Background: an optimization exercise with open tools, aiming at small area, a short achievable clock period and few clock cycles. Do not read the settings as production practice. No activity file was given, so power comes from the tool's default toggle rates.

==> flow/design.v <==
module glk_scrambler (
    input  wire        clk,
    input  wire        step,       
    input  wire        load,       
    input  wire [57:0] seed,
    output wire [9:0]  ks          
);
    reg  [57:0] state;
    wire [57:0] cur = load ? seed : state;
    assign ks = cur[57:48] ^ cur[38:29];
    always @(posedge clk)
        if (step)
            state <= {cur[47:0], ks};
endmodule
module glk_rs_enc (
    input  wire       clk,
    input  wire       msg,
    input  wire       shift,
    input  wire       msg_n,
    input  wire [9:0] din_n,
    output wire [9:0] par_top
);
    function [9:0] gf10_mul;
        input [9:0] a;
        input [9:0] b;
        reg   [19:0] p;
        integer i;
        begin
            p = 20'd0;
            for (i = 0; i < 10; i = i + 1)
                if (b[i])
                    p = p ^ ({10'd0, a} << i);
            for (i = 19; i >= 10; i = i - 1)
                if (p[i])
                    p = p ^ (20'h00409 << (i - 10));
            gf10_mul = p[9:0];
        end
    endfunction
    localparam [349:0] GEN = {
        10'h366, 10'h3fc, 10'h352, 10'h15b, 10'h23d, 10'h0d7, 10'h066,
        10'h0a7, 10'h308, 10'h27d, 10'h0e9, 10'h1cc, 10'h132, 10'h175,
        10'h0cc, 10'h20d, 10'h242, 10'h37e, 10'h3e3, 10'h2fd, 10'h382,
        10'h2fd, 10'h2e3, 10'h0af, 10'h3df, 10'h07e, 10'h036, 10'h2f3,
        10'h04c, 10'h00e, 10'h37d, 10'h34c, 10'h0a9, 10'h0bb, 10'h07b
    };
    reg  [349:0] par;                     
    reg  [9:0]   fb;                      
    reg  [349:0] nxt;
    assign par_top = par[349:340];
    integer i;
    always @(*) begin
        nxt[9:0] = gf10_mul(fb, GEN[9:0]);
        for (i = 1; i < 35; i = i + 1)
            nxt[10*i +: 10] = par[10*(i-1) +: 10] ^ gf10_mul(fb, GEN[10*i +: 10]);
    end
    always @(posedge clk) begin
        if (msg | shift)
            par <= nxt;
        fb <= (din_n ^ ((msg | shift) ? nxt[349:340] : par[349:340])) & {10{msg_n}};
    end
endmodule
module glk_rs_syn (
    input  wire         clk,
    input  wire         en,
    input  wire         first,
    input  wire [9:0]   din,
    output wire [349:0] syn,      
    output wire [9:0]   zero
);
    function [9:0] gf10_mul;
        input [9:0] a;
        input [9:0] b;
        reg   [19:0] p;
        integer i;
        begin
            p = 20'd0;
            for (i = 0; i < 10; i = i + 1)
                if (b[i])
                    p = p ^ ({10'd0, a} << i);
            for (i = 19; i >= 10; i = i - 1)
                if (p[i])
                    p = p ^ (20'h00409 << (i - 10));
            gf10_mul = p[9:0];
        end
    endfunction
    localparam [349:0] ROOT = {
        10'h0d1, 10'h26c, 10'h136, 10'h09b, 10'h249, 10'h320, 10'h190,
        10'h0c8, 10'h064, 10'h032, 10'h019, 10'h208, 10'h104, 10'h082,
        10'h041, 10'h224, 10'h112, 10'h089, 10'h240, 10'h120, 10'h090,
        10'h048, 10'h024, 10'h012, 10'h009, 10'h200, 10'h100, 10'h080,
        10'h040, 10'h020, 10'h010, 10'h008, 10'h004, 10'h002, 10'h001
    };
    reg  [349:0] s;
    reg  [349:0] t;                       
    reg  [349:0] nxt;
    assign syn = s;
    integer j;
    always @(*)
        for (j = 0; j < 35; j = j + 1) begin
            t[10*j +: 10]   = gf10_mul(s[10*j +: 10], ROOT[10*j +: 10]);
            nxt[10*j +: 10] = (t[10*j +: 10] & {10{~first}}) ^ din;
        end
    reg  [9:0] all1, all0;
    integer k;
    always @(*)
        for (k = 0; k < 10; k = k + 1) begin
            all1[k] = 1'b1;
            all0[k] = 1'b1;
            for (j = 0; j < 35; j = j + 1) begin
                all1[k] = all1[k] &  t[10*j + k];
                all0[k] = all0[k] & ~t[10*j + k];
            end
        end
    assign zero = (din & all1) | (~din & all0);
    always @(posedge clk)
        if (en)
            s <= nxt;
endmodule
module glk_fec (
    input  wire         clk,
    input  wire         rst,
    input  wire         tx_in_valid,
    output wire         tx_in_ready,
    input  wire [9:0]   tx_in_data,
    input  wire         tx_in_reseed,
    input  wire [57:0]  tx_seed,
    output reg          tx_out_valid,
    output reg  [9:0]   tx_out_data,
    input  wire         rx_in_valid,
    input  wire [9:0]   rx_in_data,
    input  wire         rx_in_reseed,
    input  wire [57:0]  rx_seed,
    output reg          rx_out_valid,
    output reg  [9:0]   rx_out_data,
    output reg          rx_done,
    output wire         rx_ok,
    output wire [349:0] rx_syn
);
    localparam [8:0] N_MSG  = 9'd325;
    localparam [8:0] N_LAST = 9'd359;
    reg  [8:0] tx_cnt;
    reg        tx_rdy;
    reg        tx_fl;
    wire       tx_acc   = tx_in_valid & tx_rdy;
    wire       tx_step  = tx_acc | ~tx_rdy;
    wire       tx_load  = tx_acc & tx_in_reseed & (tx_cnt == 9'd0);
    wire [8:0] tx_cnxt  = (tx_cnt == N_LAST) ? 9'd0 : tx_cnt + 9'd1;
    wire [9:0] tx_ks;
    assign tx_in_ready = tx_rdy;
    glk_scrambler u_tx_scr (
        .clk  (clk),
        .step (tx_step),
        .load (tx_load),
        .seed (tx_seed),
        .ks   (tx_ks)
    );
    reg        tx_v1;                     
    reg        tx_p1;                     
    reg        tx_o1;                     
    reg  [9:0] tx_d1;
    reg  [9:0] tx_k1;
    wire [9:0] tx_ptop;
    glk_rs_enc u_enc (
        .clk     (clk),
        .msg     (tx_v1),
        .shift   (tx_p1),
        .msg_n   (tx_acc & ~rst),
        .din_n   (tx_in_data),
        .par_top (tx_ptop)
    );
    always @(posedge clk) begin
        if (rst) begin
            tx_cnt       <= N_MSG;
            tx_rdy       <= 1'b0;
            tx_fl        <= 1'b1;
            tx_v1        <= 1'b0;
            tx_p1        <= 1'b0;
            tx_o1        <= 1'b0;
            tx_out_valid <= 1'b0;
        end else begin
            if (tx_step) begin
                tx_cnt <= tx_cnxt;
                tx_rdy <= (tx_cnxt < N_MSG);
                if (tx_cnt == N_LAST)
                    tx_fl <= 1'b0;
            end
            tx_v1        <= tx_acc;
            tx_p1        <= ~tx_rdy;
            tx_o1        <= tx_step & ~tx_fl;
            tx_out_valid <= tx_o1;
        end
        tx_d1       <= tx_in_data;
        tx_k1       <= tx_ks;
        tx_out_data <= (tx_p1 ? tx_ptop : tx_d1) ^ tx_k1;
    end
    reg  [8:0] rx_cnt;
    reg  [9:0] rx_d1;
    reg        rx_v1, rx_f1, rx_l1;
    reg  [4:0] rx_okr;                    
    wire       rx_first = (rx_cnt == 9'd0);
    wire       rx_load  = rx_in_valid & rx_in_reseed & rx_first;
    wire [9:0] rx_ks;
    wire [9:0] rx_zero;
    glk_scrambler u_rx_scr (
        .clk  (clk),
        .step (rx_in_valid),
        .load (rx_load),
        .seed (rx_seed),
        .ks   (rx_ks)
    );
    glk_rs_syn u_syn (
        .clk   (clk),
        .en    (rx_v1),
        .first (rx_f1),
        .din   (rx_d1),
        .syn   (rx_syn),
        .zero  (rx_zero)
    );
    assign rx_ok = &rx_okr;
    always @(posedge clk) begin
        if (rst) begin
            rx_cnt       <= 9'd0;
            rx_out_valid <= 1'b0;
            rx_v1        <= 1'b0;
            rx_done      <= 1'b0;
        end else begin
            rx_out_valid <= rx_in_valid & (rx_cnt < N_MSG);
            rx_v1        <= rx_in_valid;
            rx_done      <= rx_v1 & rx_l1;
            if (rx_in_valid)
                rx_cnt <= (rx_cnt == N_LAST) ? 9'd0 : rx_cnt + 9'd1;
        end
        rx_f1       <= rx_first;
        rx_l1       <= (rx_cnt == N_LAST);
        rx_out_data <= rx_in_data ^ rx_ks;
        rx_d1       <= (rx_in_data ^ rx_ks) & {10{rx_in_valid}};
        rx_okr      <= rx_zero[9:5] & rx_zero[4:0];
    end
endmodule
export LEC_CHECK = 0
export CAP_MARGIN = 20
export CORE_MARGIN = 2
export CORE_UTILIZATION = 40
export SETUP_SLACK_MARGIN = 3.3
export SLEW_MARGIN = 40
create_clock -name core_clock -period 5.5 [get_ports {clk}]
standard.sh (not shown) runs the stock make flow with config.mk's settings and CLKGATE_MAP_FILE= SYNTH_SCRIPT=/design/flow/synth_recipe.tcl, a recipe that flattens the netlist after the stock synthesis.
==> flow/flow/run.sh <==
#!/bin/bash
# Standard layout, with smaller port buffers and a clock tree without dummy
# loads.  Each tool's output goes to a log file in this folder.
export BUFFER_PORTS_ARGS="-buffer_cell sky130_fd_sc_hd__buf_1"
export CTS_ARGS="-sink_clustering_enable -repair_clock_nets -dont_use_dummy_load"
bash standard.sh > standard.log 2>&1
Rerun with:
--- a/flow/config.mk
+++ b/flow/config.mk
@@ -9,4 +9,4 @@
 export CORE_MARGIN = 2
 export CORE_UTILIZATION = 40
-export SETUP_SLACK_MARGIN = 3.3
+export SETUP_SLACK_MARGIN = 3.6
 export SLEW_MARGIN = 40
The changed run produced a clean layout.
Area after synthesis does not change.
Setup slack gets better by 41 ps.
Total power rises by 17%.
Synthesized cell count stays the same.
No run of this note included a check of the RTL's function; only the layout flow was run.

==> what the ideal ports hide <==
No port has a modelled driver above. Below, the same layouts with a new extraction and two added sets of constraints.
Step 1 (the two cells are an assumption about what drives the block):
set clk [get_ports {clk}]
set_driving_cell -lib_cell sky130_fd_sc_hd__clkbuf_16 $clk
set_driving_cell -lib_cell sky130_fd_sc_hd__buf_2 [delete_from_list [all_inputs] $clk]
Step 2 adds t to the input delays and takes it off the output delays; t is the mean of the earliest and latest rising clock arrival at the registers after step 1. Input paths then give back, and output paths get back, about the clock's delay inside the block.
Slacks: ideal ports / drivers / drivers and shift; pairs: ideal ports / drivers.
run	shift t [ns]	setup WS [ns]	worst register clock-pin slew, ns
the first run	0.729	2.874 / 2.827 / 2.746	0.06 / 0.06
the second run	0.752	2.915 / 2.888 / 2.775	0.07 / 0.07
After both steps every run listed still meets setup and hold. The setup slack of the second run, which loses most, moves by -0.027 ns with the drivers and by -0.140 ns with both steps.
